This design comes from an exercise in tuning for small area, a short achievable clock period and few clock cycles per item on the open sky130 flow, not from production work.
Where RTL was checked, it was by simulation tests only, not by an equivalence proof against the original.

==> v5: inputs <==
==> flow/design.v (excerpt) <==
module bfp_encoder (
    input  wire          clk,
    input  wire          rst,
    input  wire          in_valid,
    output wire          in_ready,
    input  wire [1023:0] in_data,      
    input  wire [1:0]    in_fmt,       
    input  wire          in_nudge,     
    input  wire          in_stoch,     
    input  wire          in_reseed,    
    input  wire [15:0]   in_seed,
    output wire          out_valid,
    input  wire          out_ready,
    output wire [527:0]  out_block,    
    output wire [3:0]    out_flags     
);
==> module bfp_encoder, before the edit <==
module bfp_encoder (
    input  wire          clk,
    input  wire          rst,
    input  wire          in_valid,
    output wire          in_ready,
    input  wire [1023:0] in_data,      
    input  wire [1:0]    in_fmt,       
    input  wire          in_nudge,     
    input  wire          in_stoch,     
    input  wire          in_reseed,    
    input  wire [15:0]   in_seed,
    output wire          out_valid,
    input  wire          out_ready,
    output wire [527:0]  out_block,    
    output wire [3:0]    out_flags     
);
    localparam [15:0] SEED_DEFAULT = 16'hACE1;
    function [15:0] lfsr_step;
        input [15:0] s;
        begin
            lfsr_step = s[0] ? ((s >> 1) ^ 16'hB400) : (s >> 1);
        end
    endfunction
    function [15:0] lfsr_step16;
        input [15:0] s;
        integer k;
        begin
            lfsr_step16 = s;
            for (k = 0; k < 16; k = k + 1)
                lfsr_step16 = lfsr_step(lfsr_step16);
        end
    endfunction
    reg          a_v;
    reg [1023:0] a_data;
    reg [1:0]    a_fmt;
    reg          a_nudge, a_stoch, a_reseed;
    reg [15:0]   a_seed;
    reg          b_v;
    reg [1023:0] b_data;
    reg [1:0]    b_fmt;
    reg          b_stoch;
    reg [15:0]   b_s0;
    reg [15:0]   b_s16;        
    reg [31:0]   b_em;
    reg [7:0]    b_e;
    reg [7:0]    b_nud;
    reg          b_nan, b_inf, b_zero, b_sub, b_cap;
    reg  [15:0]  lfsr;
    reg          ov, vs;
    reg  [531:0] o_r, s_r;
    wire adv = ~vs;
    wire [15:0] rc_next;
    wire [15:0] g_cur = b_v ? (b_stoch ? rc_next : b_s0) : lfsr;
    wire [15:0] s0    = a_reseed ? ((a_seed == 16'd0) ? SEED_DEFAULT : a_seed) : g_cur;
    wire [7:0]  an_e;
    wire [7:0]  an_nud;
    wire [31:0] an_em;
    wire        an_nan, an_inf, an_nrm, an_sub, an_cap;
    bfp_analyze u_an (
        .data(a_data), .fmt(a_fmt), .nudge(a_nudge),
        .e(an_e), .nud(an_nud), .em_o(an_em),
        .has_nan(an_nan), .has_inf(an_inf), .has_nrm(an_nrm), .has_sub(an_sub),
        .e_cap(an_cap)
    );
    wire [527:0] rc_blk;
    wire [3:0]   rc_flg;
    bfp_round u_rd (
        .data(b_data), .fmt(b_fmt), .stoch(b_stoch), .s0(b_s0), .s16(b_s16),
        .em(b_em), .e(b_e), .nud(b_nud),
        .has_nan(b_nan), .has_inf(b_inf), .all_zero(b_zero), .has_sub(b_sub),
        .e_cap(b_cap),
        .blk(rc_blk), .flg(rc_flg), .s_next(rc_next)
    );
    assign in_ready  = adv;
    assign out_valid = ov;
    assign out_block = o_r[527:0];
    assign out_flags = o_r[531:528];
    always @(posedge clk) begin
        if (rst) begin
            a_v  <= 1'b0;
            b_v  <= 1'b0;
            ov   <= 1'b0;
            vs   <= 1'b0;
            lfsr <= SEED_DEFAULT;
        end else begin
            if (adv) begin
                a_v <= in_valid;
                b_v  <= a_v;
                lfsr <= g_cur;
            end
            if (~ov | out_ready) begin
                ov <= vs | (adv & b_v);
                vs <= 1'b0;
            end else if (adv & b_v) begin
                vs <= 1'b1;
            end
        end
        if (adv) begin
            a_data   <= in_data;
            a_fmt    <= in_fmt;
            a_nudge  <= in_nudge;
            a_stoch  <= in_stoch;
            a_reseed <= in_reseed;
            a_seed   <= in_seed;
            b_data   <= a_data;
            b_fmt    <= a_fmt;
            b_stoch  <= a_stoch;
            b_s0     <= s0;
            b_s16    <= lfsr_step16(s0);
            b_em     <= an_em;
            b_e      <= an_e;
            b_nud    <= an_nud;
            b_nan    <= an_nan;
            b_inf    <= an_inf;
            b_zero   <= ~an_nrm & ~an_inf;
            b_sub    <= an_sub;
            b_cap    <= an_cap;
            s_r      <= {rc_flg, rc_blk};
        end
        if (~ov | out_ready)
            o_r <= vs ? s_r : {rc_flg, rc_blk};
    end
endmodule
export LEC_CHECK = 0
export ABC_CLOCK_PERIOD_IN_PS = 40000
export CAP_MARGIN = 20
export CORE_MARGIN = 2
export CORE_UTILIZATION = 40
export SETUP_SLACK_MARGIN = 1.0
export SLEW_MARGIN = 20
create_clock -name core_clock -period 55.0 [get_ports {clk}]
standard.sh (not shown) runs the stock make flow with config.mk's settings and CLKGATE_MAP_FILE= SYNTH_SCRIPT=/design/flow/synth_recipe.tcl, a recipe that flattens the netlist after the stock synthesis.
==> flow/flow/run.sh <==
#!/bin/bash
# Layout flow: the standard synthesis unchanged, then the standard ORFS
# layout with plain buffers on the ports, a denser floorplan, a smaller clock
# buffer, and timing repair aimed at the period the design can reach (a
# larger setup margin at the same clock).
set -euo pipefail
MARGIN=${MARGIN:-42.5}
bash standard.sh synth > synth.log 2>&1
bash standard.sh SETUP_SLACK_MARGIN=$MARGIN CORE_UTILIZATION=55 \
    CTS_BUF_LIST=sky130_fd_sc_hd__clkbuf_8 \
    BUFFER_PORTS_ARGS="-buffer_cell sky130_fd_sc_hd__buf_2" finish > layout.log 2>&1
==> inputs of v22, as changes to v5 <==
--- a/flow/design.v
+++ b/flow/design.v
@@ -18,43 +18,40 @@
     function [15:0] lfsr_step;
         input [15:0] s;
         begin
             lfsr_step = s[0] ? ((s >> 1) ^ 16'hB400) : (s >> 1);
         end
     endfunction
-    function [15:0] lfsr_step16;
+    function [15:0] lfsr_step32;
         input [15:0] s;
         integer k;
         begin
-            lfsr_step16 = s;
-            for (k = 0; k < 16; k = k + 1)
-                lfsr_step16 = lfsr_step(lfsr_step16);
+            lfsr_step32 = s;
+            for (k = 0; k < 32; k = k + 1)
+                lfsr_step32 = lfsr_step(lfsr_step32);
         end
     endfunction
     reg          a_v;
     reg [1023:0] a_data;
     reg [1:0]    a_fmt;
     reg          a_nudge, a_stoch, a_reseed;
     reg [15:0]   a_seed;
     reg          b_v;
     reg [1023:0] b_data;
     reg [1:0]    b_fmt;
     reg          b_stoch;
     reg [15:0]   b_s0;
-    reg [15:0]   b_s16;        
     reg [31:0]   b_em;
     reg [7:0]    b_e;
     reg [7:0]    b_nud;
     reg          b_nan, b_inf, b_zero, b_sub, b_cap;
     reg  [15:0]  lfsr;
     reg          ov, vs;
     reg  [531:0] o_r, s_r;
     wire adv = ~vs;
-    wire [15:0] rc_next;
-    wire [15:0] g_cur = b_v ? (b_stoch ? rc_next : b_s0) : lfsr;
-    wire [15:0] s0    = a_reseed ? ((a_seed == 16'd0) ? SEED_DEFAULT : a_seed) : g_cur;
+    wire [15:0] s0 = a_reseed ? ((a_seed == 16'd0) ? SEED_DEFAULT : a_seed) : lfsr;
     wire [7:0]  an_e;
     wire [7:0]  an_nud;
     wire [31:0] an_em;
     wire        an_nan, an_inf, an_nrm, an_sub, an_cap;
     bfp_analyze u_an (
         .data(a_data), .fmt(a_fmt), .nudge(a_nudge),
@@ -62,17 +59,17 @@
         .has_nan(an_nan), .has_inf(an_inf), .has_nrm(an_nrm), .has_sub(an_sub),
         .e_cap(an_cap)
     );
     wire [527:0] rc_blk;
     wire [3:0]   rc_flg;
     bfp_round u_rd (
-        .data(b_data), .fmt(b_fmt), .stoch(b_stoch), .s0(b_s0), .s16(b_s16),
+        .data(b_data), .fmt(b_fmt), .stoch(b_stoch), .s0(b_s0),
         .em(b_em), .e(b_e), .nud(b_nud),
         .has_nan(b_nan), .has_inf(b_inf), .all_zero(b_zero), .has_sub(b_sub),
         .e_cap(b_cap),
-        .blk(rc_blk), .flg(rc_flg), .s_next(rc_next)
+        .blk(rc_blk), .flg(rc_flg)
     );
     assign in_ready  = adv;
     assign out_valid = ov;
     assign out_block = o_r[527:0];
     assign out_flags = o_r[531:528];
     always @(posedge clk) begin
@@ -82,14 +79,15 @@
             ov   <= 1'b0;
             vs   <= 1'b0;
             lfsr <= SEED_DEFAULT;
         end else begin
             if (adv) begin
                 a_v <= in_valid;
-                b_v  <= a_v;
-                lfsr <= g_cur;
+                b_v <= a_v;
+                if (a_v)
+                    lfsr <= a_stoch ? lfsr_step32(s0) : s0;
             end
             if (~ov | out_ready) begin
                 ov <= vs | (adv & b_v);
                 vs <= 1'b0;
             end else if (adv & b_v) begin
                 vs <= 1'b1;
@@ -103,13 +101,12 @@
             a_reseed <= in_reseed;
             a_seed   <= in_seed;
             b_data   <= a_data;
             b_fmt    <= a_fmt;
             b_stoch  <= a_stoch;
             b_s0     <= s0;
-            b_s16    <= lfsr_step16(s0);
             b_em     <= an_em;
             b_e      <= an_e;
             b_nud    <= an_nud;
             b_nan    <= an_nan;
             b_inf    <= an_inf;
             b_zero   <= ~an_nrm & ~an_inf;
@@ -201,24 +198,22 @@
 endmodule
 module bfp_round (
     input  wire [1023:0] data,
     input  wire [1:0]    fmt,
     input  wire          stoch,
     input  wire [15:0]   s0,
-    input  wire [15:0]   s16,
     input  wire [31:0]   em,
     input  wire [7:0]    e,
     input  wire [7:0]    nud,
     input  wire          has_nan,
     input  wire          has_inf,
     input  wire          all_zero,
     input  wire          has_sub,
     input  wire          e_cap,
     output reg  [527:0]  blk,
-    output reg  [3:0]    flg,
-    output wire [15:0]   s_next        
+    output reg  [3:0]    flg
 );
     function [15:0] lfsr_step;
         input [15:0] s;
         begin
             lfsr_step = s[0] ? ((s >> 1) ^ 16'hB400) : (s >> 1);
         end
@@ -227,19 +222,15 @@
     wire fmt8 = (fmt == 2'd2);
     wire [15:0] draw [0:32];
     assign draw[0] = s0;
     genvar gi, gk;
     generate
         for (gi = 0; gi < 32; gi = gi + 1) begin : g_draw
-            if (gi == 15)
-                assign draw[gi+1] = s16;
-            else
-                assign draw[gi+1] = lfsr_step(draw[gi]);
+            assign draw[gi+1] = lfsr_step(draw[gi]);
         end
     endgenerate
-    assign s_next = draw[32];
     wire [4:0] fmt_c = fmt4 ? 5'd12 : (fmt8 ? 5'd8 : 5'd0);
     wire [8:0] sbase [0:3];
     wire [3:0] sbh   [0:3];
     wire [3:0] sbh1  [0:3];
     generate
         for (gi = 0; gi < 4; gi = gi + 1) begin : g_sbh
@@ -288,13 +279,13 @@
             for (gk = 0; gk < 2; gk = gk + 1) begin : g_c3
                 assign g3[gk] = g2[2*gk+1] | (p2[2*gk+1] & g2[2*gk]);
                 assign p3[gk] = p2[2*gk+1] & p2[2*gk];
             end
             wire        cst = g3[1] | (p3[1] & g3[0]);
             wire        up  = stoch ? cst : (v[15] & (v[16] | (|v[14:0]) | (stk & ~tbig)));
-            wire [15:0] pa;
+            wire [15:0] pa;                                  
             assign pa[0] = 1'b1;
             for (gk = 1; gk < 16; gk = gk + 1) begin : g_pa
                 assign pa[gk] = pa[gk-1] & v[16+gk-1];
             end
             wire [14:0] mi  = v[30:16] ^ ({15{up}} & pa[14:0]);
             wire        sat = up & (fmt4 ? pa[3] : (fmt8 ? pa[7] : pa[15]));
==> flow/run.sh (new file) <==
#!/bin/bash
# synth_recipe.tcl (not shown) runs the flow's synth.tcl, then flattens the netlist and writes it again
# the make line also repeats each setting of config.mk as NAME=value (left out here)
make -C /OpenROAD-flow-scripts/flow DESIGN_CONFIG=/design/flow/config.mk WORK_HOME=/design/flow/orfs CLKGATE_MAP_FILE= SYNTH_SCRIPT=/design/flow/synth_recipe.tcl finish
removed: flow/flow/run.sh
removed: flow/standard.sh
==> inputs of v18, as changes to v5 <==
--- a/flow/design.v
+++ b/flow/design.v
@@ -44,12 +44,13 @@
     reg [31:0]   b_em;
     reg [7:0]    b_e;
     reg [7:0]    b_nud;
     reg          b_nan, b_inf, b_zero, b_sub, b_cap;
     reg  [15:0]  lfsr;
     reg          ov, vs;
+    reg          rdy;           
     reg  [531:0] o_r, s_r;
     wire adv = ~vs;
     wire [15:0] rc_next;
     wire [15:0] g_cur = b_v ? (b_stoch ? rc_next : b_s0) : lfsr;
     wire [15:0] s0    = a_reseed ? ((a_seed == 16'd0) ? SEED_DEFAULT : a_seed) : g_cur;
     wire [7:0]  an_e;
@@ -68,34 +69,37 @@
         .data(b_data), .fmt(b_fmt), .stoch(b_stoch), .s0(b_s0), .s16(b_s16),
         .em(b_em), .e(b_e), .nud(b_nud),
         .has_nan(b_nan), .has_inf(b_inf), .all_zero(b_zero), .has_sub(b_sub),
         .e_cap(b_cap),
         .blk(rc_blk), .flg(rc_flg), .s_next(rc_next)
     );
-    assign in_ready  = adv;
+    assign in_ready  = rdy;
     assign out_valid = ov;
     assign out_block = o_r[527:0];
     assign out_flags = o_r[531:528];
     always @(posedge clk) begin
         if (rst) begin
             a_v  <= 1'b0;
             b_v  <= 1'b0;
             ov   <= 1'b0;
             vs   <= 1'b0;
+            rdy  <= 1'b1;
             lfsr <= SEED_DEFAULT;
         end else begin
             if (adv) begin
                 a_v <= in_valid;
                 b_v  <= a_v;
                 lfsr <= g_cur;
             end
             if (~ov | out_ready) begin
-                ov <= vs | (adv & b_v);
-                vs <= 1'b0;
+                ov  <= vs | (adv & b_v);
+                vs  <= 1'b0;
+                rdy <= 1'b1;
             end else if (adv & b_v) begin
-                vs <= 1'b1;
+                vs  <= 1'b1;
+                rdy <= 1'b0;
             end
         end
         if (adv) begin
             a_data   <= in_data;
             a_fmt    <= in_fmt;
             a_nudge  <= in_nudge;
==> flow/flow/run.sh (replaced) <==
#!/bin/bash
# Layout flow: the standard synthesis unchanged, then the standard ORFS
# layout with plain buffers on the ports, larger clock-sink clusters (a
# smaller, shallower clock tree), and timing repair aimed at the period the
# design can reach (a larger setup margin at the same clock).
set -euo pipefail
MARGIN=${MARGIN:-42.25}
bash standard.sh synth > synth.log 2>&1
bash standard.sh SETUP_SLACK_MARGIN=$MARGIN CORE_UTILIZATION=45 \
    CAP_MARGIN=30 SLEW_MARGIN=30 \
    CTS_CLUSTER_SIZE=27 CTS_CLUSTER_DIAMETER=90 \
    BUFFER_PORTS_ARGS="-buffer_cell sky130_fd_sc_hd__buf_1" finish > layout.log 2>&1
==> inputs of v33, as changes to v5 <==
--- a/flow/design.v
+++ b/flow/design.v
@@ -40,62 +40,67 @@
     reg [1:0]    b_fmt;
     reg          b_stoch;
     reg [15:0]   b_s0;
     reg [15:0]   b_s16;        
     reg [31:0]   b_em;
     reg [7:0]    b_e;
-    reg [7:0]    b_nud;
+    reg [31:0]   b_nrm, b_inf_e;    
     reg          b_nan, b_inf, b_zero, b_sub, b_cap;
     reg  [15:0]  lfsr;
     reg          ov, vs;
+    reg          rdy;           
     reg  [531:0] o_r, s_r;
     wire adv = ~vs;
     wire [15:0] rc_next;
     wire [15:0] g_cur = b_v ? (b_stoch ? rc_next : b_s0) : lfsr;
     wire [15:0] s0    = a_reseed ? ((a_seed == 16'd0) ? SEED_DEFAULT : a_seed) : g_cur;
     wire [7:0]  an_e;
     wire [7:0]  an_nud;
+    wire [31:0] an_enrm, an_einf;
     wire [31:0] an_em;
     wire        an_nan, an_inf, an_nrm, an_sub, an_cap;
     bfp_analyze u_an (
         .data(a_data), .fmt(a_fmt), .nudge(a_nudge),
-        .e(an_e), .nud(an_nud), .em_o(an_em),
+        .e(an_e), .nud(an_nud), .em_o(an_em), .enrm(an_enrm), .einf(an_einf),
         .has_nan(an_nan), .has_inf(an_inf), .has_nrm(an_nrm), .has_sub(an_sub),
         .e_cap(an_cap)
     );
     wire [527:0] rc_blk;
     wire [3:0]   rc_flg;
     bfp_round u_rd (
         .data(b_data), .fmt(b_fmt), .stoch(b_stoch), .s0(b_s0), .s16(b_s16),
-        .em(b_em), .e(b_e), .nud(b_nud),
+        .em(b_em), .e(b_e), .enrm(b_nrm), .einf(b_inf_e),
         .has_nan(b_nan), .has_inf(b_inf), .all_zero(b_zero), .has_sub(b_sub),
         .e_cap(b_cap),
         .blk(rc_blk), .flg(rc_flg), .s_next(rc_next)
     );
-    assign in_ready  = adv;
+    assign in_ready  = rdy;
     assign out_valid = ov;
     assign out_block = o_r[527:0];
     assign out_flags = o_r[531:528];
     always @(posedge clk) begin
         if (rst) begin
             a_v  <= 1'b0;
             b_v  <= 1'b0;
             ov   <= 1'b0;
             vs   <= 1'b0;
+            rdy  <= 1'b1;
             lfsr <= SEED_DEFAULT;
         end else begin
             if (adv) begin
                 a_v <= in_valid;
                 b_v  <= a_v;
                 lfsr <= g_cur;
             end
             if (~ov | out_ready) begin
-                ov <= vs | (adv & b_v);
-                vs <= 1'b0;
+                ov  <= vs | (adv & b_v);
+                vs  <= 1'b0;
+                rdy <= 1'b1;
             end else if (adv & b_v) begin
-                vs <= 1'b1;
+                vs  <= 1'b1;
+                rdy <= 1'b0;
             end
         end
         if (adv) begin
             a_data   <= in_data;
             a_fmt    <= in_fmt;
             a_nudge  <= in_nudge;
@@ -106,13 +111,14 @@
             b_fmt    <= a_fmt;
             b_stoch  <= a_stoch;
             b_s0     <= s0;
             b_s16    <= lfsr_step16(s0);
             b_em     <= an_em;
             b_e      <= an_e;
-            b_nud    <= an_nud;
+            b_nrm    <= an_enrm;
+            b_inf_e  <= an_einf;
             b_nan    <= an_nan;
             b_inf    <= an_inf;
             b_zero   <= ~an_nrm & ~an_inf;
             b_sub    <= an_sub;
             b_cap    <= an_cap;
             s_r      <= {rc_flg, rc_blk};
@@ -124,12 +130,14 @@
 module bfp_analyze (
     input  wire [1023:0] data,
     input  wire [1:0]    fmt,
     input  wire          nudge,
     output wire [7:0]    e,
     output wire [7:0]    nud,
+    output wire [31:0]   enrm,
+    output wire [31:0]   einf,
     output wire [31:0]   em_o,
     output wire          has_nan,
     output wire          has_inf,
     output wire          has_nrm,
     output wire          has_sub,
     output wire          e_cap
@@ -154,12 +162,14 @@
         end
     endgenerate
     assign has_nan = |e_nan;
     assign has_inf = |e_inf;
     assign has_nrm = |e_nrm;
     assign has_sub = |e_sub;
+    assign enrm    = e_nrm;
+    assign einf    = e_inf;
     wire [8:0] smax [0:3];
     generate
         for (gi = 0; gi < 4; gi = gi + 1) begin : g_smax
             wire [7:0] alive [0:9];
             assign alive[9] = 8'hFF;
             for (gb = 8; gb >= 0; gb = gb - 1) begin : g_bit
@@ -204,13 +214,14 @@
     input  wire [1:0]    fmt,
     input  wire          stoch,
     input  wire [15:0]   s0,
     input  wire [15:0]   s16,
     input  wire [31:0]   em,
     input  wire [7:0]    e,
-    input  wire [7:0]    nud,
+    input  wire [31:0]   enrm,
+    input  wire [31:0]   einf,
     input  wire          has_nan,
     input  wire          has_inf,
     input  wire          all_zero,
     input  wire          has_sub,
     input  wire          e_cap,
     output reg  [527:0]  blk,
@@ -235,31 +246,31 @@
             else
                 assign draw[gi+1] = lfsr_step(draw[gi]);
         end
     endgenerate
     assign s_next = draw[32];
     wire [4:0] fmt_c = fmt4 ? 5'd12 : (fmt8 ? 5'd8 : 5'd0);
+    wire [7:0] nud;
     wire [8:0] sbase [0:3];
     wire [3:0] sbh   [0:3];
     wire [3:0] sbh1  [0:3];
     generate
         for (gi = 0; gi < 4; gi = gi + 1) begin : g_sbh
             assign sbase[gi] = {1'b0, em[8*gi +: 8]} + {4'd0, fmt_c};
+            assign nud[2*gi +: 2] = e[1:0] - em[8*gi +: 2];
             assign sbh[gi]   = sbase[gi][8:5];
             assign sbh1[gi]  = sbase[gi][8:5] - 4'd1;
         end
     endgenerate
     wire [15:0] el_code [0:31];
     wire [31:0] el_sat, el_loss;
     generate
         for (gi = 0; gi < 32; gi = gi + 1) begin : g_rnd
             wire [31:0] x    = data[32*gi +: 32];
-            wire        exz  = ~|x[30:23];
-            wire        exo  = &x[30:23];
-            wire        nrm  = ~exz & ~exo;
-            wire        inf  = exo & ~|x[22:0];
+            wire        nrm  = enrm[gi];
+            wire        inf  = einf[gi];
             wire [23:0] mant = {1'b1, x[22:0]};
             wire [5:0]  tlo  = {1'b1, sbase[gi/8][4:0]} - {1'b0, x[27:23]};
             wire [4:0]  t    = tlo[4:0];
             wire        hieq = tlo[5] ? (sbh[gi/8]  == {1'b0, x[30:28]})
                                       : (sbh1[gi/8] == {1'b0, x[30:28]});
             wire        tbig = ~hieq | (&t) | ~nrm;           
==> flow/flow/run.sh (replaced) <==
#!/bin/bash
# Layout flow: the standard synthesis unchanged, then the standard ORFS
# layout with plain buffers on the ports, larger clock-sink clusters (a
# smaller, shallower clock tree), and timing repair aimed at the period the
# design can reach (a larger setup margin at the same clock).
set -euo pipefail
MARGIN=${MARGIN:-42.25}
bash standard.sh synth > synth.log 2>&1
bash standard.sh SETUP_SLACK_MARGIN=$MARGIN CORE_UTILIZATION=45 \
    CAP_MARGIN=30 SLEW_MARGIN=30 \
    CTS_CLUSTER_SIZE=24 CTS_CLUSTER_DIAMETER=80 \
    BUFFER_PORTS_ARGS="-buffer_cell sky130_fd_sc_hd__buf_1" finish > layout.log 2>&1
==> run notes <==
status=finished clean; multiplexer area fraction after synthesis=0.1057; initial DRC count=35940; slowest cell on the critical path=dfxtp_4; Final period util=0.2372; Synth area leaders=edfxtp_1, dfxtp_1, mux2i_1; Syn Nets=20980; share of cells above drive strength 1=0.1874; Reg clk slew, reported paths=roughly 0.07 ns; Clock Sink Count=3241
That was v5.
==> run notes <==
status=finished clean; slowest cell on the critical path=nor3_4; multiplexer area fraction after synthesis=0.09153; Synth area leaders=edfxtp_1, dfxtp_1, mux2i_1; Final period util=0.2812; Reg clk slew, reported paths=0.06 ns
That was v22.
==> run notes <==
Min-Delay Endpoint=b_data[319]$_DFFE_PN_; initial DRC count=roughly 28000; Reg clk slew, reported paths=around 0.10 ns; share of cells above drive strength 1=0.09734; status=finished clean; register area share after synthesis=0.4727; multiplexer area fraction after synthesis=0.1001; Total GRT Usage=0.4497; Clock Sink Count=3242
That was v18.
==> run notes <==
Synth area leaders=edfxtp_1, dfxtp_1, mux2i_1; status=finished clean; Syn Nets=20480; Reg clk slew, reported paths=0.10 ns; initial DRC count=29640; share of cells above drive strength 1=0.1062; multiplexer area fraction after synthesis=0.09942
That was v33.
Testbench counts of v18, summed over its fixed seeds: cycles 4,128, blocks 4,096.
Testbench counts of v33, summed over its fixed seeds: cycles 4,128, blocks 4,096.
Function not checked in v5 and v22: the RTL went through the layout flow alone.

-- what the ideal ports hide --
In the flow no input, the clock included, has a driving cell. The finished layouts below were timed again as built, in two steps.
Step 1 sets driving cells, clkbuf_16 on the clock port and buf_2 on the other inputs (assumed; they add their load-dependent delay and slew).
Step 2, shift: input delay + t, output delay - t, t = (earliest + latest rising clock arrival at the registers) / 2. This alone moves slack from input paths to output paths.
a / b / c = ideal / step 1 / step 2; a / b = the first two.
run | t (ns) | slack for setup (ns) | worst setup path at the end | cell pins on the clock port's net
v5 | 1.379 | 41.952 / 41.818 / 41.304 | input to register | 1
v22 | 1.168 | 39.532 / 39.532 / 38.578 | input to register | 1
v18 | 1.142 | 42.132 / 41.987 / 41.261 | input to register | 1
v33 | 1.176 | 42.008 / 41.862 / 41.254 | input to register | 1
After both steps setup and hold are still met in every run listed. For v22, which loses most, drivers alone change the setup slack by 0.000 ns; drivers and shift together by -0.954 ns.
